This is an optimization exercise on Yosys and OpenROAD, whose aim is small area, a short achievable clock period and few clock cycles per item, not a production implementation.
In this exercise RTL edits were held to simulation tests only and were not proved equivalent to the original.
Power figures rest on the tool's default switching activity, not on a simulated workload.

File: flow/design.v
module kvx_bal_fetch (
    input  wire [511:0] cur,
    input  wire [31:0]  incl,
    input  wire [2:0]   sel,
    output wire [67:0]  gct,
    output wire [3:0]   ginc
);
    reg [7:0] oh;
    integer j;
    always @(*)
        for (j = 0; j < 8; j = j + 1)
            oh[j] = (sel == j);
    genvar g;
    generate
        for (g = 0; g < 4; g = g + 1) begin : g_grp
            reg [15:0] v;
            reg        on;
            integer    i;
            always @(*) begin
                v  = 16'd0;
                on = 1'b0;
                for (i = 0; i < 8; i = i + 1) begin
                    v  = v  | (cur[128*g + 16*i +: 16] & {16{oh[i] & incl[8*g+i]}});
                    on = on | (incl[8*g+i] & oh[i]);
                end
            end
            assign gct[17*g +: 17] = {on & ~v[15], v[14:0], on};
            assign ginc[g]         = on;
        end
    endgenerate
endmodule
module kvx_bal_p1 (
    input  wire [21:0] acc,
    input  wire [67:0] gct,
    input  wire [3:0]  ginc,
    output wire [21:0] sum,
    output wire [2:0]  cnt
);
    function [43:0] csa;
        input [21:0] a, b, c;
        begin
            csa[21:0]  = a ^ b ^ c;
            csa[43:22] = {((a & b) | (a & c) | (b & c)), 1'b0};
        end
    endfunction
    wire [43:0] l1 = csa({5'd0, gct[16:0]}, {5'd0, gct[33:17]}, {5'd0, gct[50:34]});
    wire [43:0] l2 = csa({5'd0, gct[67:51]}, acc, l1[21:0]);
    wire [43:0] l3 = csa(l1[43:22], l2[21:0], l2[43:22]);
    assign sum = l3[21:0] + l3[43:22];
    assign cnt = ginc[0] + ginc[1] + ginc[2] + ginc[3];
endmodule
module kvx_bal_div2 (
    input  wire [21:0] a,
    input  wire [5:0]  n,        
    input  wire [6:0]  n3,       
    output wire [21:0] y
);
    wire [7:0] e1 = {1'b0, n, 1'b0};
    wire [7:0] e2 = {n, 2'b00};
    wire [7:0] e3 = {n3, 1'b0};
    function [21:0] step;
        input [21:0] v;
        input [7:0]  d1, d2, d3;
        reg   [7:0]  t;
        reg   [8:0]  s1, s2, s3;
        reg   [5:0]  r;
        reg   [1:0]  q;
        begin
            t  = {v[21:16], v[15:14]};
            s1 = {1'b0, t} - {1'b0, d1};
            s2 = {1'b0, t} - {1'b0, d2};
            s3 = {1'b0, t} - {1'b0, d3};
            if (!s3[8])      begin r = s3[5:0]; q = 2'd3; end
            else if (!s2[8]) begin r = s2[5:0]; q = 2'd2; end
            else if (!s1[8]) begin r = s1[5:0]; q = 2'd1; end
            else             begin r = t[5:0];  q = 2'd0; end
            step = {r, v[13:0], q};
        end
    endfunction
    assign y = step(step(a, e1, e2, e3), e1, e2, e3);
endmodule
module kvx_bal_mul (
    input  wire [15:0]        k,
    input  wire signed [16:0] d,
    output wire [34:0]        s,
    output wire [34:0]        cy
);
    wire [18:0] kb = {2'b00, k, 1'b0};
    localparam [34:0] KC = 35'd67109500 - ((35'd1 << 17) * 35'd87381);
    reg [34:0] row [0:8];
    reg [34:0] nrow;
    integer i;
    reg one, two, neg;
    reg [17:0] pp;
    always @(*) begin
        nrow = 35'd0;
        for (i = 0; i < 9; i = i + 1) begin
            one = kb[2*i+1] ^ kb[2*i];
            two = (kb[2*i+2] & ~kb[2*i+1] & ~kb[2*i]) | (~kb[2*i+2] & kb[2*i+1] & kb[2*i]);
            neg = kb[2*i+2] & ~(kb[2*i+1] & kb[2*i]);
            pp  = ({d[16], d} & {18{one}}) | ({d, 1'b0} & {18{two}});
            pp  = pp ^ {18{neg}};
            row[i] = {17'd0, ~pp[17], pp[16:0]} << (2*i);
            nrow[2*i] = neg;
        end
    end
    function [69:0] csa;
        input [34:0] a, b, c;
        begin
            csa[34:0]  = a ^ b ^ c;
            csa[69:35] = {((a & b) | (a & c) | (b & c)), 1'b0};
        end
    endfunction
    wire [69:0] l1a = csa(row[0], row[1], row[2]);
    wire [69:0] l1b = csa(row[3], row[4], row[5]);
    wire [69:0] l1c = csa(row[6], row[7], row[8]);
    wire [69:0] l2a = csa(l1a[34:0], l1a[69:35], l1b[34:0]);
    wire [69:0] l2b = csa(l1b[69:35], l1c[34:0], l1c[69:35]);
    wire [69:0] l2c = csa(nrow, KC, l2a[34:0]);
    wire [69:0] l3a = csa(l2a[69:35], l2b[34:0], l2b[69:35]);
    wire [69:0] l3b = csa(l2c[34:0], l2c[69:35], l3a[34:0]);
    wire [69:0] l4a = csa(l3a[69:35], l3b[34:0], l3b[69:35]);
    assign s  = l4a[34:0];
    assign cy = l4a[69:35];
endmodule
module kvx_bal_q1 (
    input  wire [34:0] ms,
    input  wire [34:0] mc,
    output wire [18:0] w,
    output wire [17:0] hq,
    output wire        sh,
    output wire        sl
);
    wire [34:0] u = ms + mc;
    wire [16:0] h = u[26:10];
    assign sl = u[34];
    assign sh = ~u[34] & (|u[33:27]);
    assign w  = {h, 1'b0} + h + u[9:3];
    assign hq = {1'b0, h} - 18'd67109;
endmodule
module kvx_bal_q2 (
    input  wire [18:0] w,
    output wire [11:0] f
);
    function [47:0] csa;
        input [23:0] a, b, c;
        begin
            csa[23:0]  = a ^ b ^ c;
            csa[47:24] = {((a & b) | (a & c) | (b & c)), 1'b0};
        end
    endfunction
    wire [39:0] w0 = {21'd0, w};
    wire [39:0] r0 = w0 << 19, r1 = w0 << 14, r2 = ~(w0 << 12), r3 = w0 << 8,
                r4 = w0 << 5,  r5 = w0 << 3,  r6 = ~w0;
    wire [47:0] l1a = csa(r0[39:16] | 24'd7, r1[39:16], r2[39:16]);
    wire [47:0] l1b = csa(r3[39:16], r4[39:16], r5[39:16]);
    wire [47:0] l2a = csa(l1a[23:0], l1a[47:24], l1b[23:0]);
    wire [47:0] l2b = csa(l1b[47:24], r6[39:16], l2a[47:24]);
    wire [47:0] l3a = csa(l2a[23:0], l2b[23:0], l2b[47:24]);
    wire [23:0] pr  = l3a[23:0] + l3a[47:24];
    assign f = pr[21:10];
endmodule
module kvx_bal_pa (
    input  wire [15:0] v,        
    input  wire        add,
    input  wire [17:0] hq,
    input  wire [11:0] f,
    input  wire        sh,
    input  wire        sl,
    output wire [18:0] s
);
    wire [18:0] sum = {{3{v[15]}}, v} + {hq[17], hq} + {7'd0, f};
    assign s = !add ? {{3{v[15]}}, v} :
               sh   ? 19'sd131072 :
               sl   ? -19'sd131072 : sum;
endmodule
module kvx_bal_pb (
    input  wire [18:0] s,
    input  wire        clamp,
    input  wire        sub,
    input  wire [15:0] m,
    input  wire [13:0] tmax,
    output wire [15:0] t
);
    wire signed [18:0] ss = s;
    wire signed [14:0] tp = {1'b0, tmax};
    wire signed [15:0] cl = (ss > tp) ? tp : (ss < -tp) ? -tp : ss[15:0];
    wire signed [15:0] sm = s[15:0] - m;
    wire signed [15:0] bv = sub ? sm : s[15:0];
    assign t   = clamp ? cl : bv;
endmodule
module kvx_bal_pm (
    input  wire [15:0] v,
    input  wire        sub,
    input  wire [15:0] m,
    output wire [15:0] t
);
    assign t = v - (m & {16{sub}});
endmodule
module kvx_bal_chk (
    input  wire [15:0] v,
    input  wire [14:0] thr,
    output wire        bad
);
    assign bad = {v[14:0] ^ {15{v[15]}}, v[15]} >= {1'b0, thr};
endmodule
module kvx_bal (
    input  wire         clk,
    input  wire         rst,
    input  wire         cfg_we,
    input  wire [1:0]   cfg_addr,
    input  wire [15:0]  cfg_data,
    input  wire         in_valid,
    output wire         in_ready,
    input  wire [31:0]  in_incl,
    input  wire [511:0] in_cur,
    output reg          out_valid,
    output reg          out_changed,
    output reg          out_bal_err,
    output wire [511:0] out_trims
);
    localparam integer LAT  = 6;              
    localparam integer F2S  = 11;             
    localparam integer P2S  = F2S + LAT;      
    localparam integer D2S  = P2S + 33;       
    localparam integer P3S  = D2S + 4;        
    localparam integer DONE = P3S + 8;        
    reg [15:0]  k_bal;
    reg [13:0]  tmax;
    reg [14:0]  thr;                          
    reg [511:0] ring;
    reg [2:0]   ext;                          
    reg [4:0]   c;
    reg [31:0]  clr;
    reg         busy;
    reg [6:0]   e;
    assign out_trims = ring;
    reg         rdy;                          
    assign in_ready  = rdy;
    wire start = in_valid & ~busy;
    wire        cw_we   = cfg_we;
    wire [1:0]  cw_addr = cfg_addr;
    wire [15:0] cw_data = cfg_data;
    reg  [2:0]  sel;
    reg  [67:0] gr;
    reg  [3:0]  ginc;
    wire [67:0] gct_w;
    wire [3:0]  ginc_w;
    kvx_bal_fetch u_fetch (.cur(in_cur), .incl(in_incl), .sel(sel),
                           .gct(gct_w), .ginc(ginc_w));
    wire [4:0]  c1   = c + 5'd1;
    wire [4:0]  cf   = c + LAT[4:0] + 5'd1;   
    wire [4:0]  c3   = c + 5'd3;
    wire [4:0]  ct   = c + LAT[4:0];   
    wire [6:0]  e1   = e + 7'd1;
    always @(posedge clk) begin
        if (!busy)
            sel <= start ? 3'd1 : 3'd0;
        else if (out_valid)
            sel <= 3'd0;
        else if (e1 <= 7'd6)
            sel <= e1[2:0] + 3'd1;
        else if (e1 >= F2S && e1 < F2S + 32)
            sel <= ~cf[2:0];
        else if (e1 >= P3S - 2 && e1 < P3S + 6)
            sel <= ~c3[2:0];
        else
            sel <= 3'd0;
        gr   <= gct_w;
        ginc <= ginc_w;
    end
    reg  [21:0] acc;
    reg  [5:0]  n;
    reg  [6:0]  n3;
    reg         chg;
    reg  [15:0] iavg;
    wire [21:0] p1sum;
    wire [2:0]  p1cnt;
    kvx_bal_p1 u_p1 (.acc(acc), .gct(gr), .ginc(ginc), .sum(p1sum), .cnt(p1cnt));
    wire [21:0] acc_div;
    kvx_bal_div2 u_div (.a(acc), .n(n), .n3(n3), .y(acc_div));
    reg  [1:0]  tg;
    reg         fw;
    reg  signed [16:0] d1;
    reg         v1;
    reg  [34:0] ms, mc;
    reg         v2;
    reg  [18:0] w3r;
    reg  [17:0] h3r;
    reg         sh3, sl3, v3;
    reg  [11:0] f4;
    reg  [17:0] hq4;
    reg         sh4, sl4, v4;
    reg         v5;
    wire [34:0] mso, mco;
    kvx_bal_mul u_mul (.k(k_bal), .d(d1), .s(mso), .cy(mco));
    wire [18:0] q1w;
    wire [17:0] q1h;
    wire        q1sh, q1sl;
    kvx_bal_q1 u_q1 (.ms(ms), .mc(mc), .w(q1w), .hq(q1h), .sh(q1sh), .sl(q1sl));
    wire [11:0] q2f;
    kvx_bal_q2 u_q2 (.w(w3r), .f(q2f));
    wire [16:0] gtm  = gr[17*tg +: 17];
    wire [15:0] gsel = {~gtm[16], gtm[15:1]};    
    always @(posedge clk) begin
        tg   <= ~ct[4:3];
        d1   <= $signed(iavg) - $signed(gsel);
        v1   <= fw & chg & ginc[tg];
        ms   <= mso;
        mc   <= mco;
        v2   <= v1;
        w3r  <= q1w;
        h3r  <= q1h;
        sh3  <= q1sh;
        sl3  <= q1sl;
        v3   <= v2;
        f4   <= q2f;
        hq4  <= h3r;
        sh4  <= sh3;
        sl4  <= sl3;
        v4   <= v3;
        v5   <= v4;
    end
    reg         cl;                         
    reg  [3:0]  do3;                        
    wire [15:0] mm = {~acc[15], acc[14:0]};
    wire [15:0] s30 = cl ? 16'd0 : ring[16*30 +: 16];
    wire [18:0] s31n;
    kvx_bal_pa u_pa (.v(s30), .add(v4), .hq(hq4), .f(f4), .sh(sh4), .sl(sl4), .s(s31n));
    wire [15:0] pt [0:3];
    kvx_bal_pb u_pb (.s({ext, ring[16*31 +: 16]}), .clamp(v5), .sub(do3[3]), .m(mm),
                     .tmax(tmax), .t(pt[3]));
    genvar gj;
    generate
        for (gj = 0; gj < 3; gj = gj + 1) begin : g_pm
            kvx_bal_pm u_pm (.v(ring[16*(8*gj+7) +: 16]), .sub(do3[gj]), .m(mm),
                             .t(pt[gj]));
        end
    endgenerate
    reg vt;
    integer s;
    always @(posedge clk) begin
        for (s = 1; s < 31; s = s + 1)
            if (s % 8 != 0)
                ring[16*s +: 16] <= ring[16*(s-1) +: 16];
        {ext, ring[16*31 +: 16]} <= s31n;
        ring[16*8  +: 16] <= pt[0];
        ring[16*16 +: 16] <= pt[1];
        ring[16*24 +: 16] <= pt[2];
        ring[0     +: 16] <= pt[3];
        vt <= v5;
    end
    wire [4:0] pn  = ~c1;                       
    wire [4:0] pn0 = ~c1 - 5'd1;                
    wire       w3n = busy && chg && e1 >= P3S && e1 < P3S + 8;
    integer    j;
    always @(posedge clk) begin
        cl <= clr[pn0];
        for (j = 0; j < 4; j = j + 1)
            do3[j] <= w3n & ginc[pn[4:3] + j[1:0] + 2'd1];
        fw <= busy && e1 >= F2S + 1 && e1 < F2S + 33;
    end
    always @(posedge clk) begin
        if (rst) begin
            k_bal       <= 16'd0;
            tmax        <= 14'd0;
            thr         <= 15'd0;
            c           <= 5'd0;
            clr         <= 32'hFFFF_FFFF;
            busy        <= 1'b0;
            rdy         <= 1'b1;
            e           <= 7'd0;
            out_valid   <= 1'b0;
            out_changed <= 1'b0;
            out_bal_err <= 1'b0;
            chg         <= 1'b0;
        end else begin
            if (cw_we && cw_addr == 2'd3)
                c <= 5'd1;
            else
                c <= c1;
            if (cl)
                clr[~c - 5'd1] <= 1'b0;
            if (cw_we) begin
                case (cw_addr)
                    2'd0: k_bal <= cw_data;
                    2'd1: begin
                        tmax <= cw_data[13:0];
                        thr  <= (cw_data[13:0] == 14'd0) ? 15'd0 : {cw_data[13:0], 1'b0} - 15'd1;
                    end
                    2'd2: clr[cw_data[4:0]] <= 1'b1;
                    default: clr <= 32'hFFFF_FFFF;
                endcase
            end
            out_valid <= busy && !out_valid && e >= DONE - 1 && c == 5'd31;
            if (start) begin
                busy <= 1'b1;
                rdy  <= 1'b0;
                e    <= 7'd0;
            end else if (busy) begin
                if (out_valid) begin
                    busy <= 1'b0;
                    rdy  <= 1'b1;
                end
                if (e != 7'h7F)
                    e <= e1;
            end
            if (busy && e == 7'd8) begin
                chg         <= (n >= 6'd2);
                out_changed <= (n >= 6'd2);
            end
            if (busy && e == P3S)
                out_bal_err <= errn | (chg & (~ea[17] | eb[17]));
        end
    end
    reg         errn;
    reg  [15:0] tmx, tmn;
    wire        bad0;
    kvx_bal_chk u_chk (.v(ring[15:0]), .thr(thr), .bad(bad0));
    wire signed [17:0] ea = $signed(tmx) - $signed(mm) - $signed({4'd0, tmax});
    wire signed [17:0] eb = $signed(tmn) - $signed(mm) + $signed({4'd0, tmax}) - 18'sd1;
    always @(posedge clk) begin
        if (busy && e == P2S) begin
            errn <= 1'b0;
            tmx  <= 16'h8000;
            tmn  <= 16'h7FFF;
        end else if (busy && e > P2S && e <= P2S + 32) begin
            if (vt) begin
                if ($signed(ring[15:0]) > $signed(tmx))
                    tmx <= ring[15:0];
                if ($signed(ring[15:0]) < $signed(tmn))
                    tmn <= ring[15:0];
            end else if (bad0)
                errn <= 1'b1;
        end
    end
    always @(posedge clk) begin
        if (!busy) begin
            acc <= 22'd0;
            n   <= 6'd0;
            n3  <= 7'd0;
        end else if (e < 7'd8) begin
            acc <= p1sum;
            n   <= n + p1cnt;
            n3  <= n3 + p1cnt + {p1cnt, 1'b0};
        end else if (e < 7'd12) begin
            acc <= acc_div;
        end else if (e == P2S) begin
            acc <= 22'd0;
        end else if (e > P2S && e <= P2S + 32) begin
            if (vt)
                acc <= acc + {~ring[15], ring[14:0], 1'b1};
        end else if (e >= D2S && e < D2S + 4) begin
            acc <= acc_div;
        end
        if (busy && e == 7'd11)
            iavg <= {~acc_div[15], acc_div[14:0]};
    end
endmodule
File: flow/flow/run.sh
#!/bin/bash
# Layout: the standard flow (standard.sh, all steps), except that
#  - every input and output port is buffered with sky130_fd_sc_hd__buf_1
#    instead of the cell buffer_ports picks by itself;
set -euo pipefail
export BUFFER_PORTS_ARGS="-buffer_cell sky130_fd_sc_hd__buf_1"
export SETUP_SLACK_MARGIN=9.4
bash standard.sh > standard.log 2>&1
File: flow/standard.sh
#!/bin/bash
# synth_recipe.tcl (not shown) runs the flow's synth.tcl, then flattens the netlist and writes it again
# the make line also repeats each setting of config.mk as NAME=value (left out here)
make -C /OpenROAD-flow-scripts/flow DESIGN_CONFIG=/design/flow/config.mk WORK_HOME=/design/flow/orfs CLKGATE_MAP_FILE= SYNTH_SCRIPT=/design/flow/synth_recipe.tcl "${@:-finish}"
File: flow/config.mk
export PLATFORM = sky130hd
export DESIGN_NAME = kvx_bal
export DESIGN_NICKNAME = kvx_bal
export VERILOG_FILES = /design/flow/design.v
export SDC_FILE = /design/flow/constraint.sdc
export NUM_CORES = 4
export LEC_CHECK = 0
export ABC_CLOCK_PERIOD_IN_PS = 6000
export CAP_MARGIN = 20
export CORE_MARGIN = 2
export CORE_UTILIZATION = 55
export SLEW_MARGIN = 20
File: flow/constraint.sdc
create_clock -name core_clock -period 14.0 [get_ports {clk}]
set_input_delay 2.8000 -clock core_clock [delete_from_list [all_inputs] [get_ports {clk}]]
set_output_delay 2.8000 -clock core_clock [all_outputs]
set_load 0.01 [all_outputs]
==> results by group, run 1 <==
Power and ir drop
  • Leakage: 26.1 nW
  • Peak VDD IR: 368 uV
  • Overall power: 17.8 mW
  • Pwr dens: 287 mW/mm^2

Logic synthesis
  • Cell variety after synth: 93
  • Register area share after synthesis: 0.357
  • Ys async rst share: 0
  • Synth Warn #: 7
  • Synth Instances: 5402
  • Main synth FF type: dfxtp_1
  • Post-Synthesis Net Count: 6757
  • Cell taking the most area after synthesis: dfxtp_1
  • Top-count cell post-synth: dfxtp_1
  • Post-synth top cells: dfxtp_1, inv_1, ha_1
  • Dominant cells by area after synthesis: dfxtp_1, ha_1, fa_1, a22oi_1, inv_1
  • Avg Inst Size Synth: 9.72 sq um
  • Cell Area, Synth: 0.0525 sq mm
  • Post-synth EDFFs: 16
  • Yosys reg bits: 929
  • Synth top area share: 0.348

STA
  • Fmax: 0.215 GHz
  • Final setup fails: 0
  • Setup Skew: 0.0365 ns
  • Slew @ Worst Pin: 1.33 ns
  • Final Cycle Share: 0.332
  • Relative slew slack: 0.115
  • Final Slew Violations: 0
  • Final Hold Vio Count: 0
  • Unrepaired setup endpoints after global routing: yes
  • Period minus WS final: 4.65 ns
  • Setup_tns: 0 ns

Clock tree
  • H-tree levels: 3
  • CTS Buf Count: 94
  • Hold buffer count at CTS: 0
  • CTS tree: done
  • Worst skew pair latency: 0.70 ns
  • Max clock buf depth: 3
  • Clock-pin slew on the worst setup and hold paths: 0.07 ns
  • Root Buffer: clkbuf_16
  • CTS sink cnt: 929

Global route
  • Vias in the first global route: 44.8k
  • GRT Overall Usage: 0.461
  • Initial antenna violation count: 66
  • GRT Residual Overflow: 0
  • Largest net degree at the start of global routing: 54
  • Global-route wire length before repair: 322000 um

Worst setup path
  • Startpoint Class: register
  • Crit Path Max Fanout: 2
  • CP top delay family: flip-flops
  • Bufs and invs on worst path: 1
  • CP max stage cell: dfxtp_1
  • WS Path Type: register to output pin
  • Crit path cell chain: buf_1
  • CP endpoint kind: output pin
  • Largest incremental delay on the critical path: 0.61 ns
  • Worst Path Required: 11.20 ns
  • Crit path arrival time: 1.85 ns

Placement
  • PortBufs: 1081
  • GP Congestion: 1.08
  • Dpl hpwl: 189000 um

Floorplanning
  • Core area: 0.0949 sq mm
  • Std-Cell Rows: 113
  • Die height: 313 um
  • Die ar.: 0.0979 sq mm
  • Initial core utilization: 0.553
  • Die X: 313 um
  • # IOs: 1082

Detailed routing
  • Post-route antenna net violation count: 0
  • Post-route DRC: 0
  • Detailed-route via count: 48.2k
  • Iteration-0 DRC Markers: 5936
  • Final WL: 235000 um
  • First-pass DRT Iterations: 6
  • Mean number of vias per cell: 6.17
  • DR WL/cell: 30.1 um

Finish
  • Area Overhead vs Synth: 17.7%
  • Share of cells above drive strength 1: 0.0660
  • Filler Cells Inserted: 7791
  • Final #Nets: 7779

Min path
  • Min-Delay Path Class: register to register

Flow run
  • Max cap viols: 0

Status
  • Status: complete, no violations
[final timing paths]
kind                   end  slack (ns)      from  cells past startpoint
max          out_trims[96]        9.35  ring[96]                      1
min                 hq4[8]        0.32    h3r[8]                      0
max reg2reg        w3r[15]        9.35     mc[6]                     21
min reg2reg         hq4[8]        0.32    h3r[8]                      0
[worst register-to-register path, delay by kind of cell (launching register included)]
| kind | cells | cell delay, ns |
|---|---|---|
| AOI/OAI and AO/OA | 10 | 1.72 |
| and+or+nand+nor | 3 | 0.92 |
| adders and majority gates | 4 | 1.24 |
| buffers and inverters | 3 | 0.27 |
| xor gates and xnor gates | 1 | 0.13 |
| DFF | 1 | 0.33 |
[report_power, final]
group / switching (mW) / internal (mW)
combinational: 6.21 / 4.69
sequential: 0.743 / 3.42
clock: 1.17 / 1.54
[cell usage in the layout (no fill, tap or decap), types with 19 or more instances in the layout]
| cell type | instances |
|---|---|
| buf_1 | 1079 |
| dfxtp_1 | 881 |
| inv_1 | 607 |
| ha_1 | 503 |
| a22oi_1 | 376 |
| nand2_1 | 361 |
| fa_1 | 275 |
| nor2_1 | 243 |
| xnor2_1 | 207 |
| a21oi_1 | 181 |
| xor2_1 | 155 |
| o21ai_0 | 138 |
| clkbuf_16 | 94 |
| nor3_1 | 91 |
| buf_4 | 91 |
| nand3_1 | 86 |
| nand4_1 | 80 |
| a21o_1 | 72 |
| nor2b_1 | 62 |
| and2_1 | 59 |
| o21a_1 | 55 |
| a211oi_1 | 45 |
| and3_1 | 44 |
| mux2i_1 | 38 |
| diode_2 | 36 |
| a221o_1 | 34 |
| dfxtp_2 | 31 |
| o211ai_1 | 30 |
| mux4_2 | 30 |
| nand2b_1 | 29 |
| or3_1 | 26 |
| o31ai_1 | 24 |
| a21boi_0 | 23 |
| a31oi_1 | 22 |
| a22o_1 | 22 |
| clkbuf_8 | 21 |
| nor4_1 | 19 |
[final cells by class]
| type | instances | area (sq um) | share of cell area |
|---|---|---|---|
| multi-input cells | 3605 | 30800 | 0.499 |
| flip-flops and latches | 929 | 18800 | 0.304 |
| repair buffers | 1174 | 4770 | 0.0772 |
| clock buffers | 129 | 2690 | 0.0436 |
| inverters | 620 | 2350 | 0.0380 |
| well taps | 1265 | 1580 | 0.0256 |
| clock inverters | 45 | 678 | 0.0110 |
| diodes | 36 | 90.1 | 0.00146 |
[stage by stage]
stage | hold slack (ns) | worst slack [ns] | util | instances | cell area, sq um
after floorplan | 0.310 | 9.41 | - | 5402 | 52500
after global placement | 0.311 | 8.99 | 0.608 | 7551 | 57600
after detailed placement | 0.314 | 8.71 | 0.608 | 7551 | 57600
after CTS | 0.325 | 9.38 | 0.646 | 7740 | 61300
after global routing | 0.328 | 9.21 | 0.651 | 7774 | 61700
final | 0.321 | 9.35 | 0.652 | 7803 | 61800
[sequential cells by signal (all words and copies together), names as in the netlist, 17 cells and up]
signal  count
ring      512
gr         65
clr        32
ms         32
mc         31
acc        22
w3r        19
h3r        18
hq4        18
d1         17
[layer usage]
layer / track usage / up-vias / part of all wire
met3: 0.211 / 749 / 0.14
met2: 0.653 / 3296 / 0.41
met4: 0.300 / 44 / 0.077
li1: - / 20800 / -
met5: 0.0179 / - / 0.0014
met1: 0.564 / 23300 / 0.37
[kinds of logic (layout without fill, tap and decap cells)]
logic type               Yosys count  count (layout)  share of synthesized area
AO/OA/AOI/OAI                   1209            1209                      0.162
XOR/XNOR                         369             369                     0.0622
adder cells (fa/ha/maj)          789             789                      0.228
buffers and inverters            868            1968                     0.0622
flip-flops                       929             929                      0.357
multiplexers                      75              75                     0.0216
other                              0              36                          0
AND/OR/NAND/NOR                 1163            1163                      0.107
[what timing repair did]
action,CTS,global route
buffers inserted,15,26
setup endpoints to repair,67,51
gates resized for setup,48,70
pin swaps,15,48
Testbench counts, summed over its fixed seeds: cycles 82,016, items 1,280.
==> run 2, diff against run 1 <==
--- a/flow/config.mk
+++ b/flow/config.mk
@@ -5,7 +5,7 @@
 export SDC_FILE = /design/flow/constraint.sdc
 export NUM_CORES = 4
 export LEC_CHECK = 0
-export ABC_CLOCK_PERIOD_IN_PS = 6000
+export ABC_CLOCK_PERIOD_IN_PS = 4300
 export CAP_MARGIN = 20
 export CORE_MARGIN = 2
 export CORE_UTILIZATION = 55
==> results by group, run 2 <==
Worst setup path
  • CP top delay family: flip-flops
  • Crit Path Max Fanout: 2 (unchanged)
  • Largest incremental delay on the critical path: 0.61 ns (about the same)
  • R2R Setup Slk: 9.35 ns (about the same)
  • Crit path arrival time: 1.85 ns (about the same)
  • Worst reg2reg path depth: 21 (unchanged)
  • Crit path cell chain: buf_1
  • Worst r2r dst: w3r[15]
  • CP max stage cell: dfxtp_1
  • Reg-to-reg startpoint: mc[6]
  • Startpoint Class: register
  • Critical path depth: 1 (unchanged)
  • WS Path Type: register to output pin
  • Worst Path Required: 11.20 ns (about the same)
  • CP endpoint kind: output pin
  • Bufs and invs on worst path: 1 (unchanged)

Logic synthesis
  • Post-synthesis xor/xnor area fraction: 0.0622 (unchanged)
  • Register area share after synthesis: 0.357 (unchanged)
  • Synth Instances: 5402 (unchanged)
  • Post-synth EDFFs: 16 (unchanged)
  • Cell Area, Synth: 0.0525 sq mm (unchanged)
  • Post-synth top cells: dfxtp_1, inv_1, ha_1
  • Synth top area share: 0.348 (unchanged)
  • Main combinational cell family by area after synthesis: adder cells
  • Post-synthesis mux area share: 0.0216 (unchanged)
  • Adder-cell share of the synthesized area: 0.228 (unchanged)
  • Avg Inst Size Synth: 9.72 sq um (unchanged)
  • Area share of and/or/nand/nor cells after synthesis: 0.107 (unchanged)
  • Dominant cells by area after synthesis: dfxtp_1, ha_1, fa_1, a22oi_1, inv_1
  • Cell taking the most area after synthesis: dfxtp_1
  • Yosys reg bits: 929 (unchanged)
  • Post-synthesis compound-gate area fraction: 0.162 (unchanged)
  • Post-Synthesis Net Count: 6757 (unchanged)
  • Top-count cell post-synth: dfxtp_1
  • Main synth FF type: dfxtp_1
  • Ys async rst share: 0 (unchanged)
  • Synth Warn #: 7 (unchanged)
  • Cell variety after synth: 93 (unchanged)

Detailed routing
  • First-pass DRT Iterations: 6 (unchanged)
  • Iteration-0 DRC Markers: 5936 (unchanged)
  • Detailed-route via count: 48.2k (unchanged)
  • Post-route DRC: 0 (unchanged)
  • Mean number of vias per cell: 6.17 (unchanged)
  • Post-route antenna net violation count: 0 (unchanged)
  • WL met1: 85900 um (unchanged)
  • Top sig layer: met5
  • Metal3 WL: 33400 um (unchanged)
  • DR WL/cell: 30.1 um (unchanged)
  • Routed wl met2: 97000 um (unchanged)
  • Final WL: 235000 um (unchanged)

Floorplanning
  • Die height: 313 um (unchanged)
  • Std-Cell Rows: 113 (unchanged)
  • Die X: 313 um (unchanged)
  • Initial core utilization: 0.553 (unchanged)
  • Die ar.: 0.0979 sq mm (unchanged)
  • # IOs: 1082 (unchanged)
  • Core area: 0.0949 sq mm (unchanged)

Clock tree
  • Clock-pin slew on the worst setup and hold paths: 0.07 ns (about the same)
  • Root Buffer: clkbuf_16
  • CTS tree: done
  • CTS Buf Count: 94 (unchanged)
  • Hold buffer count at CTS: 0 (unchanged)
  • Worst skew pair latency: 0.70 ns (about the same)
  • CTS sink cnt: 929 (unchanged)
  • H-tree levels: 3 (unchanged)
  • Max clock buf depth: 3 (unchanged)

Global route
  • GRT Overall Usage: 0.461 (unchanged)
  • Largest net degree at the start of global routing: 54 (unchanged)
  • Initial antenna violation count: 66 (unchanged)
  • Vias in the first global route: 44.8k (unchanged)
  • Global-route wire length before repair: 322000 um (unchanged)
  • GRT Residual Overflow: 0 (unchanged)

Finish
  • Largest register by flop count: ring
  • Most common cell after layout, fill and taps aside: buf_1
  • Area Overhead vs Synth: 17.7% (unchanged)
  • Multi-input logic area: 0.0308 sq mm (unchanged)
  • Filler Cells Inserted: 7791 (unchanged)
  • Largest register FFs: 512 (unchanged)
  • Storage cell area: 0.0188 sq mm (unchanged)
  • Top flop regs: ring (512), gr (65)
  • Final #Nets: 7779 (unchanged)
  • Share of cells above drive strength 1: 0.0660 (unchanged)
  • Most frequent cells in the layout: buf_1, dfxtp_1, inv_1, ha_1, a22oi_1

Min path
  • Hold Startpoint: h3r[8]
  • WHS Path Cells: 0 (unchanged)
  • WHS Endpoint: hq4[8]
  • Min-Delay Path Class: register to register

STA
  • Fmax: 0.215 GHz (unchanged)
  • Final Cycle Share: 0.332 (unchanged)
  • Unrepaired setup endpoints after global routing: yes
  • Period minus WS final: 4.65 ns (unchanged)
  • Setup Skew: 0.0365 ns (unchanged)
  • Relative slew slack: 0.115 (unchanged)
  • Setup_tns: 0 ns (unchanged)
  • Slew @ Worst Pin: 1.33 ns (unchanged)
  • Final setup fails: 0 (unchanged)
  • Fin worst setup slack: 9.35 ns (unchanged)
  • Final Hold Vio Count: 0 (unchanged)
  • Final Slew Violations: 0 (unchanged)

Placement
  • Place WS: 8.71 ns (unchanged)
  • Dpl hpwl: 189000 um (unchanged)
  • GP Congestion: 1.08 (unchanged)
  • PortBufs: 1081 (unchanged)

Power and ir drop
  • Leakage: 26.1 nW (unchanged)
  • Peak VDD IR: 368 uV (unchanged)
  • Net Sw Frac: 0.457 (unchanged)
  • Sw Pwr: 8.12 mW (unchanged)
  • Pwr dens: 287 mW/mm^2 (unchanged)
  • Power share of the combinational group: 0.613 (about the same)
  • Clk pwr share: 0.153 (about the same)
  • P_int: 9.65 mW (unchanged)
  • Power share of the sequential group: 0.234 (about the same)

Status
  • Status: complete, no violations

Flow run
  • Max cap viols: 0 (unchanged)
==> run 2: kinds of logic after synthesis <==
family / Yosys count
AO/OA/AOI/OAI: 1209
AND/OR/NAND/NOR: 1163
flip-flops: 929
buffers and inverters: 868
adder cells (fa/ha/maj): 789
XOR/XNOR: 369
multiplexers: 75
==> run 2: metrics by stage <==
stage | area [sq um] | utilization | hold WS, ns | power, mW | cells
floorplan | 52500 | - | 0.310 | 11.0 | 5402
global placement | 57600 | 0.608 | 0.311 | 13.6 | 7551
detailed placement | 57600 | 0.608 | 0.314 | 13.9 | 7551
CTS | 61300 | 0.646 | 0.325 | 17.1 | 7740
global route | 61700 | 0.651 | 0.328 | 19.0 | 7774
finish | 61800 | 0.652 | 0.321 | 17.8 | 7803
==> run 2: worst max path at each step <==
stage | slack [ns] | start | end
after floorplan | 9.41 | ms[7] | w3r[17]
after global placement | 8.99 | acc[16] | acc[18]
after detailed placement | 8.71 | acc[16] | acc[18]
after CTS | 9.38 | acc[16] | acc[18]
after global routing | 9.21 | mc[6] | w3r[15]
final | 9.35 | ring[96] | out_trims[96]
==> run 2: what timing repair did <==
item | 4_1_cts | 5_1_grt
pin swaps | 15 | 48
endpoints found under the setup margin | 67 | 51
gates cloned | 0 | 0
resized for setup | 48 | 70
setup buffers | 15 | 26
==> run 2: area by class of cell <==
class	count	area share
repair buffers	1174	0.0772
diodes	36	0.00146
multi-input cells	3605	0.499
flip-flops and latches	929	0.304
inverters	620	0.0380
clock buffers	129	0.0436
well taps	1265	0.0256
clock inverters	45	0.0110
==> run 2: power groups by stage <==
| stage | registers [mW] | logic (mW) | clock network [mW] |
|---|---|---|---|
| 5_1_grt | 4.18 | 12.0 | 2.82 |
| 6_report | 4.16 | 10.9 | 2.71 |
| 3_5_place_dp | 4.15 | 9.73 | 0 |
| 4_1_cts | 4.11 | 10.2 | 2.71 |
| 3_3_place_gp | 4.13 | 9.47 | 0 |
| 2_1_floorplan | 3.93 | 7.11 | 0 |
==> run 2: per-layer routing <==
layer	GRT usage	up-vias
met5	0.0179	-
met4	0.300	44
met3	0.211	749
met2	0.653	3296
met1	0.564	23300
li1	-	20800
==> run 3, diff against run 2 <==
--- a/flow/flow/run.sh
+++ b/flow/flow/run.sh
@@ -4,5 +4,5 @@
 #    instead of the cell buffer_ports picks by itself;
 set -euo pipefail
 export BUFFER_PORTS_ARGS="-buffer_cell sky130_fd_sc_hd__buf_1"
-export SETUP_SLACK_MARGIN=9.4
+export SETUP_SLACK_MARGIN=10.1
 bash standard.sh > standard.log 2>&1
==> results by group, run 3 <==
Clock tree
  • CTS Buf Count: 93 (-1.1%)
  • CTS sink cnt: 929 (unchanged)
  • Max clock buf depth: 3 (unchanged)
  • Root Buffer: clkbuf_16
  • H-tree levels: 3 (unchanged)

Logic synthesis
  • Synth Warn #: 7 (unchanged)
  • Post-synth EDFFs: 16 (unchanged)
  • Register area share after synthesis: 0.357 (unchanged)
  • Cell taking the most area after synthesis: dfxtp_1
  • Avg Inst Size Synth: 9.72 sq um (unchanged)
  • Yosys reg bits: 929 (unchanged)
  • Cell Area, Synth: 0.0525 sq mm (unchanged)
  • Cell variety after synth: 93 (unchanged)
  • Post-synth top cells: dfxtp_1, inv_1, ha_1
  • Synth Instances: 5402 (unchanged)
  • Main synth FF type: dfxtp_1
  • Synth top area share: 0.348 (unchanged)
  • Ys async rst share: 0 (unchanged)
  • Top-count cell post-synth: dfxtp_1
  • Dominant cells by area after synthesis: dfxtp_1, ha_1, fa_1, a22oi_1, inv_1
  • Post-Synthesis Net Count: 6757 (unchanged)

Placement
  • Place WS: 9.12 ns (+0.411 ns)
  • Area after DPL: 0.0581 sq mm (+0.74%)
  • PortBufs: 1081 (unchanged)
  • Dpl hpwl: 191000 um (+1.1%)
  • GP Congestion: 1.11 (+3.4%)

Global route
  • GRT Overall Usage: 0.815
  • Largest net degree at the start of global routing: 54
  • GRT Residual Overflow: 546

STA
  • GRT worst endpoint: w3r[17]$_DFF_P_/D
  • Worst_ep kind: register data pin

Floorplanning
  • Die height: 313 um (unchanged)
  • Die X: 313 um (unchanged)
  • Std-Cell Rows: 113 (unchanged)
  • Initial core utilization: 0.553 (unchanged)
  • # IOs: 1082 (unchanged)

Status
  • Stop stage: global routing (5_1_grt)
  • Run-stopping error: [ERROR GRT-0232] Routing congestion too high. Check the congestion heatmap in the GUI.
  • Status: did not finish
[run 3: timing repair]
item                                    in CTS
cloned                                       4
pin swaps                                   91
buffers inserted                           273
gates resized for setup                   1982
hold buffers                                 0
endpoints found under the setup margin     636
[run 3: routing by layer]
layer | GRT usage | GRT overflow
met2 | 0.949 | 217
met4 | 0.803 | 191
met5 | 0.485 | 6
met3 | 0.707 | 71
met1 | 0.805 | 61
[run 3: cell families after synthesis]
kind of cell / after synthesis / share of synthesized area
compound gates: 1209 / 0.162
simple gates: 1163 / 0.107
flops: 929 / 0.357
buf+inv: 868 / 0.0622
fa+ha+maj: 789 / 0.228
xor+xnor: 369 / 0.0622
mux: 75 / 0.0216
[run 3: how the worst max path moves through the flow]
stage	startpoint	to	depth (start not counted)
CTS	mc[7]	w3r[17]	20
detailed placement	k_bal[1]	ms[18]	10
global placement	k_bal[1]	ms[13]	12
floorplan	ms[7]	w3r[17]	20
[run 3: through the flow]
| stage | total power [mW] | cells |
|---|---|---|
| CTS | 18.7 | 8001 |
| detailed placement | 14.1 | 7553 |
| global placement | 13.7 | 7553 |
| floorplan | 11.2 | 5402 |
[run 3: power groups by stage]
stage	combinational [mW]	clock, mW	sequential [mW]
floorplan	7.27	0	3.93
global placement	9.56	0	4.17
detailed placement	9.88	0	4.18
CTS	11.8	2.69	4.22
==> run 4, diff against run 3 <==
--- a/flow/flow/run.sh
+++ b/flow/flow/run.sh
@@ -4,5 +4,5 @@
 #    instead of the cell buffer_ports picks by itself;
 set -euo pipefail
 export BUFFER_PORTS_ARGS="-buffer_cell sky130_fd_sc_hd__buf_1"
-export SETUP_SLACK_MARGIN=10.1
+export SETUP_SLACK_MARGIN=9.8
 bash standard.sh > standard.log 2>&1
==> results by group, run 4 <==
Global route
  • GRT Residual Overflow: 0
  • Initial antenna violation count: 60
  • Largest net degree at the start of global routing: 54
  • GRT Overall Usage: 0.464
  • Global-route wire length before repair: 324000 um
  • Vias in the first global route: 45.4k

Finish
  • Most frequent cells in the layout: buf_1, dfxtp_1, inv_1, ha_1, a22oi_1
  • Storage cell area: 0.0190 sq mm
  • Multi-input logic area: 0.0316 sq mm
  • Share of cells above drive strength 1: 0.110
  • Largest register by flop count: ring
  • Most common cell after layout, fill and taps aside: buf_1
  • Largest register FFs: 512
  • Final #Nets: 7851
  • Top flop regs: ring (512), gr (65)
  • Filler Cells Inserted: 7354
  • Area Overhead vs Synth: 20.8%

Clock tree
  • Worst skew pair latency: 0.72 ns
  • H-tree levels: 3 (unchanged)
  • CTS sink cnt: 929 (unchanged)
  • CTS tree: done
  • Clock-pin slew on the worst setup and hold paths: 0.07 ns
  • Max clock buf depth: 3 (unchanged)
  • CTS Buf Count: 92 (-1.1%)
  • Root Buffer: clkbuf_16

Worst setup path
  • CP top delay family: compound AO/OA/AOI/OAI gates
  • Crit path cell chain: ha_4, or3_4, o221a_4, a211o_4, a21oi_4, o21ai_4, and2_4, a211oi_4, xnor2_2, ha_1, ha_1, and3_1, a21oi_1, o21ai_2, o41ai_4, buf_4, o21bai_1, a21oi_2, xnor2_1
  • Crit path from: mc[7]
  • CP endpoint kind: register
  • Worst Path Required: 14.64 ns
  • CP max stage cell: or3_4
  • Largest incremental delay on the critical path: 0.41 ns
  • Crit path arrival time: 5.51 ns
  • Startpoint Class: register
  • Crit Path Max Fanout: 5
  • Most used cell, CP: ha_1
  • WS Path Type: register to register
  • Reg-to-reg startpoint: mc[7]
  • Bufs and invs on worst path: 1

STA
  • Final Hold Vio Count: 0
  • Hold WS: 0.325 ns
  • Relative slew slack: 0.152
  • Setup_tns: 0 ns
  • Setup Skew: 0.0648 ns
  • Unrepaired setup endpoints after global routing: yes
  • Fin worst setup slack: 9.13 ns
  • Slew @ Worst Pin: 1.27 ns
  • Final setup fails: 0
  • Period minus WS final: 4.87 ns
  • Fmax: 0.205 GHz
  • Final Cycle Share: 0.348
  • Final Slew Violations: 0

Flow run
  • Max cap viols: 0

Floorplanning
  • Die height: 313 um (unchanged)
  • Std-Cell Rows: 113 (unchanged)
  • Core area: 0.0949 sq mm
  • Initial core utilization: 0.553 (unchanged)
  • # IOs: 1082 (unchanged)
  • Die ar.: 0.0979 sq mm
  • Die X: 313 um (unchanged)

Logic synthesis
  • Synth Instances: 5402 (unchanged)
  • Post-synth EDFFs: 16 (unchanged)
  • Cell Area, Synth: 0.0525 sq mm (unchanged)
  • Post-synth top cells: dfxtp_1, inv_1, ha_1
  • Yosys reg bits: 929 (unchanged)
  • Top-count cell post-synth: dfxtp_1
  • Synth top area share: 0.348 (unchanged)
  • Main synth FF type: dfxtp_1
  • Dominant cells by area after synthesis: dfxtp_1, ha_1, fa_1, a22oi_1, inv_1
  • Post-Synthesis Net Count: 6757 (unchanged)
  • Cell taking the most area after synthesis: dfxtp_1
  • Avg Inst Size Synth: 9.72 sq um (unchanged)
  • Synth Warn #: 7 (unchanged)
  • Cell variety after synth: 93 (unchanged)
  • Register area share after synthesis: 0.357 (unchanged)
  • Ys async rst share: 0 (unchanged)

Power and ir drop
  • Leakage: 26.8 nW
  • Peak VDD IR: 606 uV
  • Pwr dens: 305 mW/mm^2
  • Overall power: 19.4 mW

Status
  • Status: complete, no violations

Detailed routing
  • Post-route antenna net violation count: 0
  • Final WL: 238000 um
  • Mean number of vias per cell: 6.22
  • First-pass DRT Iterations: 7
  • Iteration-0 DRC Markers: 6539
  • DR WL/cell: 30.3 um
  • Post-route DRC: 0
  • Detailed-route via count: 49.0k

Placement
  • Dpl hpwl: 189000 um (-1.3%)
  • GP Congestion: 1.07 (-4.3%)
  • Place WS: 8.64 ns (-0.478 ns)
  • PortBufs: 1081 (unchanged)

Min path
  • Min-Delay Path Class: register to register
  • Hold Startpoint: h3r[13]
-- run 4: report_power, final --
part           switching [mW]  internal, mW
Sequential              0.728          3.43
Clock                    1.16          1.54
Combinational            7.00          5.51
Total                    8.88          10.5
-- run 4: logic make-up (layout without fill, tap and decap cells) --
| family | after synthesis | in the layout | synth area share |
|---|---|---|---|
| AND/OR/NAND/NOR | 1163 | 1163 | 0.107 |
| AO/OA/AOI/OAI | 1209 | 1210 | 0.162 |
| flip-flops | 929 | 929 | 0.357 |
| multiplexers | 75 | 75 | 0.0216 |
| adder cells (fa/ha/maj) | 789 | 789 | 0.228 |
| XOR/XNOR | 369 | 369 | 0.0622 |
| other | 0 | 29 | 0 |
| buffers and inverters | 868 | 2037 | 0.0622 |
-- run 4: what timing repair did --
action	4_1_cts	5_1_grt
cloned	0	3
hold endpoints to repair	0	0
buffers inserted	60	47
endpoints found under the setup margin	188	104
resized for setup	287	131
pin swaps	71	72
hold buffers	0	0
-- run 4: worst register-to-register path, stage by stage (launching register included) --
cell and delay (ns):
dfxtp_2 0.33, ha_4 0.16, or3_4 0.41, o221a_4 0.26, a211o_4 0.36, a21oi_4 0.26
o21ai_4 0.09, and2_4 0.20, a211oi_4 0.29, xnor2_2 0.27, ha_1 0.35, ha_1 0.37
and3_1 0.19, a21oi_1 0.18, o21ai_2 0.15, o41ai_4 0.40, buf_4 0.18, o21bai_1 0.08
a21oi_2 0.13, xnor2_1 0.12
-- run 4: metrics by stage --
step	cells	cell area (sq um)	util
after CTS	7786	62400	0.658
after detailed placement	7556	57800	0.609
after global placement	7556	57800	0.609
after floorplan	5402	52700	-
final	7866	63400	0.669
after global routing	7841	63400	0.668
-- run 4: routing by layer --
| metal | vias up | track usage | routed length (um) |
|---|---|---|---|
| li1 | 20900 | - | - |
| met1 | 23700 | 0.576 | 86800 |
| met2 | 3460 | 0.661 | 98500 |
| met3 | 846 | 0.191 | 33500 |
| met4 | 44 | 0.302 | 18800 |
| met5 | - | 0.0160 | 648 |
-- run 4: layout make-up --
class | count | share of cell area
inverter | 620 | 0.0372
clock buffer | 120 | 0.0403
antenna | 29 | 0.00114
multi-input combinational | 3606 | 0.498
timing repair buffer | 1247 | 0.0864
clock inverter | 50 | 0.0121
tap | 1265 | 0.0250
sequential | 929 | 0.300
-- run 4: path summary, 6_finish.rpt --
kind	endpoint	slack [ns]	cells past startpoint
min	hq4[13]	0.33	0
min reg2reg	hq4[13]	0.33	0
max reg2reg	w3r[15]	9.13	19
max	w3r[15]	9.13	19
==> run 5, diff against run 4 <==
--- a/flow/design.v
+++ b/flow/design.v
@@ -127,16 +127,15 @@
     input  wire [34:0] ms,
     input  wire [34:0] mc,
     output wire [18:0] w,
-    output wire [17:0] hq,
+    output wire [16:0] h,
     output wire        sh,
     output wire        sl
 );
     wire [34:0] u = ms + mc;
-    wire [16:0] h = u[26:10];
+    assign h  = u[26:10];
     assign sl = u[34];
     assign sh = ~u[34] & (|u[33:27]);
     assign w  = {h, 1'b0} + h + u[9:3];
-    assign hq = {1'b0, h} - 18'd67109;
 endmodule
 module kvx_bal_q2 (
     input  wire [18:0] w,
@@ -163,13 +162,13 @@
 module kvx_bal_pa (
     input  wire [15:0] v,        
     input  wire        add,
-    input  wire [17:0] hq,
+    input  wire [16:0] h,
     input  wire [11:0] f,
     input  wire        sh,
     input  wire        sl,
     output wire [18:0] s
 );
-    wire [18:0] sum = {{3{v[15]}}, v} + {hq[17], hq} + {7'd0, f};
+    wire [18:0] sum = {{3{v[15]}}, v} + {2'd0, h} + {7'd0, f} - 19'd67109;
     assign s = !add ? {{3{v[15]}}, v} :
                sh   ? 19'sd131072 :
                sl   ? -19'sd131072 : sum;
@@ -199,10 +198,11 @@
 endmodule
 module kvx_bal_chk (
     input  wire [15:0] v,
-    input  wire [14:0] thr,
+    input  wire [13:0] tmax,
     output wire        bad
 );
-    assign bad = {v[14:0] ^ {15{v[15]}}, v[15]} >= {1'b0, thr};
+    wire signed [14:0] tp = {1'b0, tmax};
+    assign bad = ($signed(v) >= tp) || ($signed(v) <= -tp);
 endmodule
 module kvx_bal (
     input  wire         clk,
@@ -227,7 +227,6 @@
     localparam integer DONE = P3S + 8;        
     reg [15:0]  k_bal;
     reg [13:0]  tmax;
-    reg [14:0]  thr;                          
     reg [511:0] ring;
     reg [2:0]   ext;                          
     reg [4:0]   c;
@@ -286,18 +285,18 @@
     reg  [34:0] ms, mc;
     reg         v2;
     reg  [18:0] w3r;
-    reg  [17:0] h3r;
+    reg  [16:0] h3r;
     reg         sh3, sl3, v3;
     reg  [11:0] f4;
-    reg  [17:0] hq4;
+    reg  [16:0] hq4;
     reg         sh4, sl4, v4;
     reg         v5;
     wire [34:0] mso, mco;
     kvx_bal_mul u_mul (.k(k_bal), .d(d1), .s(mso), .cy(mco));
     wire [18:0] q1w;
-    wire [17:0] q1h;
+    wire [16:0] q1h;
     wire        q1sh, q1sl;
-    kvx_bal_q1 u_q1 (.ms(ms), .mc(mc), .w(q1w), .hq(q1h), .sh(q1sh), .sl(q1sl));
+    kvx_bal_q1 u_q1 (.ms(ms), .mc(mc), .w(q1w), .h(q1h), .sh(q1sh), .sl(q1sl));
     wire [11:0] q2f;
     kvx_bal_q2 u_q2 (.w(w3r), .f(q2f));
     wire [16:0] gtm  = gr[17*tg +: 17];
@@ -326,7 +325,7 @@
     wire [15:0] mm = {~acc[15], acc[14:0]};
     wire [15:0] s30 = cl ? 16'd0 : ring[16*30 +: 16];
     wire [18:0] s31n;
-    kvx_bal_pa u_pa (.v(s30), .add(v4), .hq(hq4), .f(f4), .sh(sh4), .sl(sl4), .s(s31n));
+    kvx_bal_pa u_pa (.v(s30), .add(v4), .h(hq4), .f(f4), .sh(sh4), .sl(sl4), .s(s31n));
     wire [15:0] pt [0:3];
     kvx_bal_pb u_pb (.s({ext, ring[16*31 +: 16]}), .clamp(v5), .sub(do3[3]), .m(mm),
                      .tmax(tmax), .t(pt[3]));
@@ -364,7 +363,6 @@
         if (rst) begin
             k_bal       <= 16'd0;
             tmax        <= 14'd0;
-            thr         <= 15'd0;
             c           <= 5'd0;
             clr         <= 32'hFFFF_FFFF;
             busy        <= 1'b0;
@@ -384,10 +382,7 @@
             if (cw_we) begin
                 case (cw_addr)
                     2'd0: k_bal <= cw_data;
-                    2'd1: begin
-                        tmax <= cw_data[13:0];
-                        thr  <= (cw_data[13:0] == 14'd0) ? 15'd0 : {cw_data[13:0], 1'b0} - 15'd1;
-                    end
+                    2'd1: tmax  <= cw_data[13:0];
                     2'd2: clr[cw_data[4:0]] <= 1'b1;
                     default: clr <= 32'hFFFF_FFFF;
                 endcase
@@ -416,7 +411,7 @@
     reg         errn;
     reg  [15:0] tmx, tmn;
     wire        bad0;
-    kvx_bal_chk u_chk (.v(ring[15:0]), .thr(thr), .bad(bad0));
+    kvx_bal_chk u_chk (.v(ring[15:0]), .tmax(tmax), .bad(bad0));
     wire signed [17:0] ea = $signed(tmx) - $signed(mm) - $signed({4'd0, tmax});
     wire signed [17:0] eb = $signed(tmn) - $signed(mm) + $signed({4'd0, tmax}) - 18'sd1;
     always @(posedge clk) begin
--- a/flow/flow/run.sh
+++ b/flow/flow/run.sh
@@ -4,5 +4,5 @@
 #    instead of the cell buffer_ports picks by itself;
 set -euo pipefail
 export BUFFER_PORTS_ARGS="-buffer_cell sky130_fd_sc_hd__buf_1"
-export SETUP_SLACK_MARGIN=9.8
+export SETUP_SLACK_MARGIN=9.4
 bash standard.sh > standard.log 2>&1
==> results by group, run 5 <==
Power and ir drop
  • Leakage: 26.0 nW (-3.1%)
  • Pwr dens: 282 mW/mm^2 (-7.5%)
  • Peak VDD IR: 446 uV (-26%)

Worst setup path
  • Worst r2r dst: ring[4]
  • R2R Setup Slk: 9.41 ns (+0.28 ns)
  • Bufs and invs on worst path: 1 (unchanged)
  • CP endpoint kind: output pin
  • Crit Path Max Fanout: 9 (+4)
  • CP max stage cell: dfxtp_1
  • Worst Path Required: 11.20 ns (-3.44 ns)
  • WS Path Type: register to output pin
  • CP top delay family: flip-flops
  • Reg-to-reg startpoint: tmax[0]
  • Crit path arrival time: 1.86 ns (-3.65 ns)
  • Largest incremental delay on the critical path: 0.76 ns (+0.35 ns)
  • Worst reg2reg path depth: 14 (-5)
  • Startpoint Class: register
  • Crit path cell chain: buf_1

Detailed routing
  • Detailed-route via count: 47.3k (-3.4%)
  • First-pass DRT Iterations: 6 (-1)
  • Post-route antenna net violation count: 0 (unchanged)
  • Metal3 WL: 29400 um (-12%)
  • Mean number of vias per cell: 6.10 (-1.9%)
  • Iteration-0 DRC Markers: 5500 (-16%)
  • Post-route DRC: 0 (unchanged)
  • WL met1: 83600 um (-3.6%)
  • Top sig layer: met5
  • Final WL: 222000 um (-6.6%)
  • Routed wl met2: 94200 um (-4.3%)
  • DR WL/cell: 28.7 um (-5.2%)

Global route
  • Initial antenna violation count: 46 (-23%)
  • Vias in the first global route: 44.6k (-1.7%)
  • Largest net degree at the start of global routing: 39 (-28%)
  • GRT Overall Usage: 0.442 (-0.0213)
  • Global-route wire length before repair: 310000 um (-4.2%)
  • GRT Residual Overflow: 0 (unchanged)

Logic synthesis
  • Avg Inst Size Synth: 9.68 sq um (-0.42%)
  • Post-synth EDFFs: 16 (unchanged)
  • Main synth FF type: dfxtp_1
  • Dominant cells by area after synthesis: dfxtp_1, ha_1, fa_1, a22oi_1, inv_1
  • Synth Warn #: 7 (unchanged)
  • Register area share after synthesis: 0.355 (-0.00264)
  • Post-Synthesis Net Count: 6738 (-0.28%)
  • Ys async rst share: 0 (unchanged)
  • Cell variety after synth: 95 (+2.2%)
  • Synth top area share: 0.345 (-0.00274)
  • Cell taking the most area after synthesis: dfxtp_1
  • Cell Area, Synth: 0.0519 sq mm (-1.1%)
  • Top-count cell post-synth: dfxtp_1
  • Synth Instances: 5366 (-0.67%)
  • Post-synth top cells: dfxtp_1, inv_1, ha_1
  • Yosys reg bits: 912 (-1.8%)

Clock tree
  • CTS Buf Count: 93 (+1.1%)
  • CTS sink cnt: 912 (-1.8%)
  • CTS tree: done
  • Root Buffer: clkbuf_16
  • Max clock buf depth: 3 (unchanged)
  • H-tree levels: 3 (unchanged)
  • Clock-pin slew on the worst setup and hold paths: 0.06 ns (about the same)
  • Worst skew pair latency: 0.70 ns (-0.02 ns)

Floorplanning
  • # IOs: 1082 (unchanged)
  • Core area: 0.0935 sq mm (-1.5%)
  • Initial core utilization: 0.556 (+0.00220)
  • Die height: 311 um (-0.54%)
  • Die ar.: 0.0969 sq mm (-1.1%)
  • Die X: 311 um (-0.54%)
  • Std-Cell Rows: 112 (-0.88%)

Min path
  • WHS Endpoint: v4
  • WHS Path Cells: 0 (unchanged)
  • Hold Startpoint: v3
  • Min-Delay Path Class: register to register

Placement
  • Dpl hpwl: 179000 um (-5.0%)
  • PortBufs: 1081 (unchanged)
  • Area after DPL: 0.0572 sq mm (-1.1%)
  • Place WS: 8.90 ns (+0.252 ns)
  • GP Congestion: 1.09 (+2.0%)
  • Placed cells: 7535 (-0.28%)

STA
  • Final setup fails: 0 (unchanged)
  • Period minus WS final: 4.66 ns (-0.217 ns)
  • Fmax: 0.215 GHz (+4.7%)
  • Setup_tns: 0 ns (unchanged)
  • Relative slew slack: 0.283 (+0.131)
  • Final Cycle Share: 0.333 (-0.0155)
  • Slew @ Worst Pin: 1.08 ns (-0.197 ns)
  • Unrepaired setup endpoints after global routing: yes
  • Fin worst setup slack: 9.34 ns (+0.217 ns)
  • Final Slew Violations: 0 (unchanged)
  • Final Hold Vio Count: 0 (unchanged)
  • Setup Skew: 0.0400 ns (-0.0248 ns)

Finish
  • Largest register FFs: 512 (unchanged)
  • Filler Cells Inserted: 7725 (+5.0%)
  • Final #Nets: 7766 (-1.1%)
  • Share of cells above drive strength 1: 0.0621 (-0.0484)
  • Non-Filler Instances: 7749 (-1.5%)
  • Most common cell after layout, fill and taps aside: buf_1
  • Final instance area: 0.0610 sq mm (-3.8%)
  • Largest register by flop count: ring
  • Post-layout util: 0.653 (-0.0158)
  • Top flop regs: ring (512), gr (65)
  • Area Overhead vs Synth: 17.5%
  • Most frequent cells in the layout: buf_1, dfxtp_1, inv_1, ha_1, nand2_1

Status
  • Status: complete, no violations

Flow run
  • Max cap viols: 0 (unchanged)
-- run 5: how the worst max path moves through the flow --
| stage | from | to | slack (ns) | cells past startpoint |
|---|---|---|---|---|
| after global routing | tmax[0] | ring[15] | 9.26 | 14 |
| final | ring[3] | out_trims[3] | 9.34 | 1 |
| after global placement | acc[16] | acc[21] | 8.97 | 19 |
| after detailed placement | acc[16] | acc[21] | 8.90 | 19 |
| after floorplan | cfg_data[0] | clr[12] | 9.54 | 8 |
| after CTS | acc[16] | acc[21] | 9.29 | 19 |
-- run 5: power by group --
part           switching [mW]  total [mW]  internal (mW)
Combinational            5.90        10.4           4.53
Clock                    1.17        2.68           1.51
Sequential              0.732        4.11           3.38
-- run 5: cell type report --
class,instances,area [sq um],area share
inverter,624,2350,0.0386
timing repair buffer,1163,4670,0.0766
clock inverter,52,689,0.0113
antenna,23,57.6,0.000943
sequential,912,18400,0.302
clock buffer,121,2640,0.0433
tap,1254,1570,0.0257
multi-input combinational,3600,30600,0.501
-- run 5: stage by stage --
step           total power [mW]  hold WS [ns]
2_1_floorplan              11.0         0.310
3_3_place_gp               13.5         0.311
3_5_place_dp               13.7         0.313
4_1_cts                    16.5         0.302
5_1_grt                    18.5         0.321
6_report                   17.2         0.303
-- run 5: cells by family after synthesis --
logic type / synth area share
fa+ha+maj: 0.234
buf+inv: 0.0625
flops: 0.355
mux: 0.0218
simple gates: 0.109
compound gates: 0.159
xor+xnor: 0.0589
-- run 5: repair_timing --
action	CTS	global route
endpoints found under the setup margin	42	49
resized for setup	19	69
buffers inserted	1	17
pin swaps	2	25
hold buffers	0	0
-- run 5: per-layer routing --
layer	GRT usage	vias up
met5	0	-
met4	0.254	16
met3	0.157	645
met2	0.646	3102
met1	0.566	22900
li1	-	20700
Testbench counts of run 5, summed over its fixed seeds: cycles 82,016, items 1,280.
==> run 6, diff against run 5 <==
--- a/flow/design.v
+++ b/flow/design.v
@@ -131,11 +131,12 @@
     output wire        sh,
     output wire        sl
 );
-    wire [34:0] u = ms + mc;
-    assign h  = u[26:10];
-    assign sl = u[34];
+    wire [34:0] u  = ms + mc;                  
+    wire [10:0] ls = ms[9:0] + mc[9:0];
+    assign h  = ms[26:10] + mc[26:10];
+    assign w  = {h, 1'b0} + h + ls[10:3];
+    assign sl = u[34] | ~(|u[33:24]);
     assign sh = ~u[34] & (|u[33:27]);
-    assign w  = {h, 1'b0} + h + u[9:3];
 endmodule
 module kvx_bal_q2 (
     input  wire [18:0] w,
==> results by group, run 6 <==
STA
  • Slew @ Worst Pin: 1.19 ns (+0.113 ns)
  • Final setup fails: 0 (unchanged)
  • Hold WS: 0.326 ns (+0.0229 ns)
  • Relative slew slack: 0.207 (-0.0756)
  • Setup Skew: 0.0338 ns (-0.00615 ns)
  • Final Cycle Share: 0.328 (-0.00411)
  • Unrepaired setup endpoints after global routing: yes
  • Fmax: 0.217 GHz (+1.3%)
  • Final Hold Vio Count: 0 (unchanged)
  • Final Slew Violations: 0 (unchanged)
  • Period minus WS final: 4.60 ns (-0.0576 ns)
  • Setup_tns: 0 ns (unchanged)

Detailed routing
  • DR WL/cell: 29.7 um (+3.5%)
  • Post-route DRC: 0 (unchanged)
  • Detailed-route via count: 47.8k (+1.1%)
  • First-pass DRT Iterations: 8 (+2)
  • Iteration-0 DRC Markers: 5803 (+5.5%)
  • Post-route antenna net violation count: 0 (unchanged)
  • Final WL: 229000 um (+3.0%)
  • Mean number of vias per cell: 6.20 (+1.5%)

Logic synthesis
  • Post-synth EDFFs: 16 (unchanged)
  • Top-count cell post-synth: dfxtp_1
  • Register area share after synthesis: 0.355 (about the same)
  • Post-Synthesis Net Count: 6729 (-0.13%)
  • Dominant cells by area after synthesis: dfxtp_1, ha_1, fa_1, a22oi_1, inv_1
  • Cell Area, Synth: 0.0519 sq mm (about the same)
  • Synth Instances: 5357 (-0.17%)
  • Post-synth top cells: dfxtp_1, inv_1, ha_1
  • Ys async rst share: 0 (unchanged)
  • Synth top area share: 0.345 (about the same)
  • Main synth FF type: dfxtp_1
  • Yosys reg bits: 912 (unchanged)
  • Synth Warn #: 7 (unchanged)
  • Cell taking the most area after synthesis: dfxtp_1
  • Avg Inst Size Synth: 9.70 sq um (+0.20%)
  • Cell variety after synth: 102 (+7.4%)

Clock tree
  • Clock-pin slew on the worst setup and hold paths: 0.06 ns (about the same)
  • CTS tree: done
  • Root Buffer: clkbuf_16
  • H-tree levels: 3 (unchanged)
  • CTS sink cnt: 912 (unchanged)
  • CTS Buf Count: 93 (unchanged)
  • Max clock buf depth: 3 (unchanged)
  • Worst skew pair latency: 0.71 ns (about the same)

Worst setup path
  • Crit Path Max Fanout: 5 (-4)
  • CP top delay family: flip-flops
  • CP endpoint kind: output pin
  • CP max stage cell: dfxtp_1
  • WS Path Type: register to output pin
  • Worst Path Required: 11.20 ns (about the same)
  • Crit path cell chain: buf_1
  • Startpoint Class: register
  • Crit path arrival time: 1.80 ns (-0.06 ns)
  • Bufs and invs on worst path: 1 (unchanged)
  • Largest incremental delay on the critical path: 0.87 ns (+0.11 ns)

Global route
  • GRT Residual Overflow: 0 (unchanged)
  • Met3 Use GR: 0.177 (+0.0196)
  • Global-route wire length before repair: 318000 um (+2.4%)
  • Met1 Track Usage GR: 0.560 (-0.00562)
  • Largest net degree at the start of global routing: 39 (unchanged)
  • GRT Overall Usage: 0.455 (+0.0127)
  • Peak-usage layer in the global routing report: met2
  • Initial antenna violation count: 58 (+26%)
  • Vias in the first global route: 45.0k (+1.0%)
  • Met2 Usage GRT: 0.672 (+0.0254)

Finish
  • Most frequent cells in the layout: buf_1, dfxtp_1, inv_1, ha_1, nand2_1
  • Largest register FFs: 512 (unchanged)
  • Top flop regs: ring (512), gr (65)
  • Area Overhead vs Synth: 17.0%
  • Largest register by flop count: ring
  • Final #Nets: 7728 (-0.49%)
  • Multi-input logic area: 0.0305 sq mm (-0.15%)
  • Storage cell area: 0.0185 sq mm (about the same)
  • Filler Cells Inserted: 7634 (-1.2%)
  • Share of cells above drive strength 1: 0.0578 (-0.00427)
  • Post-layout util: 0.650 (-0.00246)
  • Most common cell after layout, fill and taps aside: buf_1

Power and ir drop
  • Leakage: 25.7 nW (-0.86%)
  • Overall power: 17.4 mW (+0.79%)
  • Pwr dens: 286 mW/mm^2 (+1.2%)
  • Peak VDD IR: 332 uV (-25%)

Flow run
  • Max cap viols: 0 (unchanged)

Placement
  • Dpl hpwl: 185000 um (+3.3%)
  • PortBufs: 1081 (unchanged)
  • GP Congestion: 1.21 (+11%)

Floorplanning
  • Die X: 311 um (about the same)
  • Die ar.: 0.0969 sq mm (about the same)
  • # IOs: 1082 (unchanged)
  • Initial core utilization: 0.556 (about the same)
  • Core area: 0.0935 sq mm (unchanged)
  • Std-Cell Rows: 112 (unchanged)
  • Die height: 311 um (about the same)

Min path
  • Min-Delay Path Class: register to register

Status
  • Status: complete, no violations
run 6: cell count changes after synthesis, moves of 20 or more:
cell      before  now
a21oi_1      256  207
o211ai_1      26   54
nor3_1        88   63
mux2i_1       39   15
a221o_1       13   33
o21ai_0      143  123
o21ai_1       26   46
run 6: layout make-up:
class,instances,area share
Sequential cell,912,0.304
Timing Repair Buffer,1134,0.0735
Clock buffer,127,0.0432
Antenna cell,30,0.00123
Clock inverter,43,0.0108
Multi-Input combinational cell,3581,0.502
Inverter,634,0.0394
Tap cell,1254,0.0258
run 6: final timing paths:
path	from	end	slack, ns	cells after the start
worst max register to register	gr[35]	acc[19]	9.44	16
worst max-delay path	ring[89]	out_trims[89]	9.40	1
worst min-delay path	h3r[7]	hq4[7]	0.33	0
worst min register to register	h3r[7]	hq4[7]	0.33	0
run 6: cell families after synthesis:
family,share of synthesized area
compound gates,0.166
flops,0.355
simple gates,0.108
xor+xnor,0.0570
mux,0.0163
fa+ha+maj,0.234
buf+inv,0.0634
run 6: through the flow:
stage,std cells,instance area (sq um),setup WS (ns)
2_1_floorplan,5357,52000,9.53
3_3_place_gp,7500,57000,9.01
3_5_place_dp,7501,57000,8.85
4_1_cts,7673,60400,9.35
5_1_grt,7695,60700,9.33
6_report,7715,60800,9.40
run 6: layer usage:
metal  share of wire  wire length [um]
met2            0.42             97300
met3            0.13             30600
met5         0.00096               219
met4           0.075             17300
met1            0.37             83900
run 6: repair_timing:
item | 4_1_cts | 5_1_grt
gates resized for setup | 37 | 58
hold buffers | 0 | 0
setup buffers | 2 | 12
pin swaps | 3 | 16
setup endpoints to repair | 52 | 31
run 6: where the power goes:
part	internal, mW	total, mW	switching [mW]
logic	4.43	10.5	6.09
clock network	1.51	2.64	1.13
registers	3.40	4.20	0.799
Testbench counts of run 6, summed over its fixed seeds: cycles 82,016, items 1,280.

==> re-timing with driven ports <==
Ports are ideal in the flow. The routed layouts listed here were re-timed in OpenROAD.
Step 1 assumes that a clkbuf_16 drives the clock port and a buf_2 every other input.
Step 2, shift: input delay + t, output delay - t, t = (earliest + latest rising clock arrival at the registers) / 2. This alone moves slack from input paths to output paths.
a / b / c = ideal ports / drivers / drivers and shift; a / b = the first two.
run	t, ns	setup slack, ns	worst setup path after step 2
run 1	0.762	9.345 / 9.268 / 8.889	input to register
run 2	0.762	9.345 / 9.268 / 8.889	input to register
run 4	0.770	9.127 / 9.127 / 9.127	register to register
run 5	0.750	9.344 / 9.270 / 8.861	input to register
run 6	0.772	9.401 / 9.325 / 9.065	input to register
After both steps setup and hold are still met in every run listed. The setup slack of run 5, which loses most, moves by -0.074 ns with the drivers and by -0.483 ns with both steps.
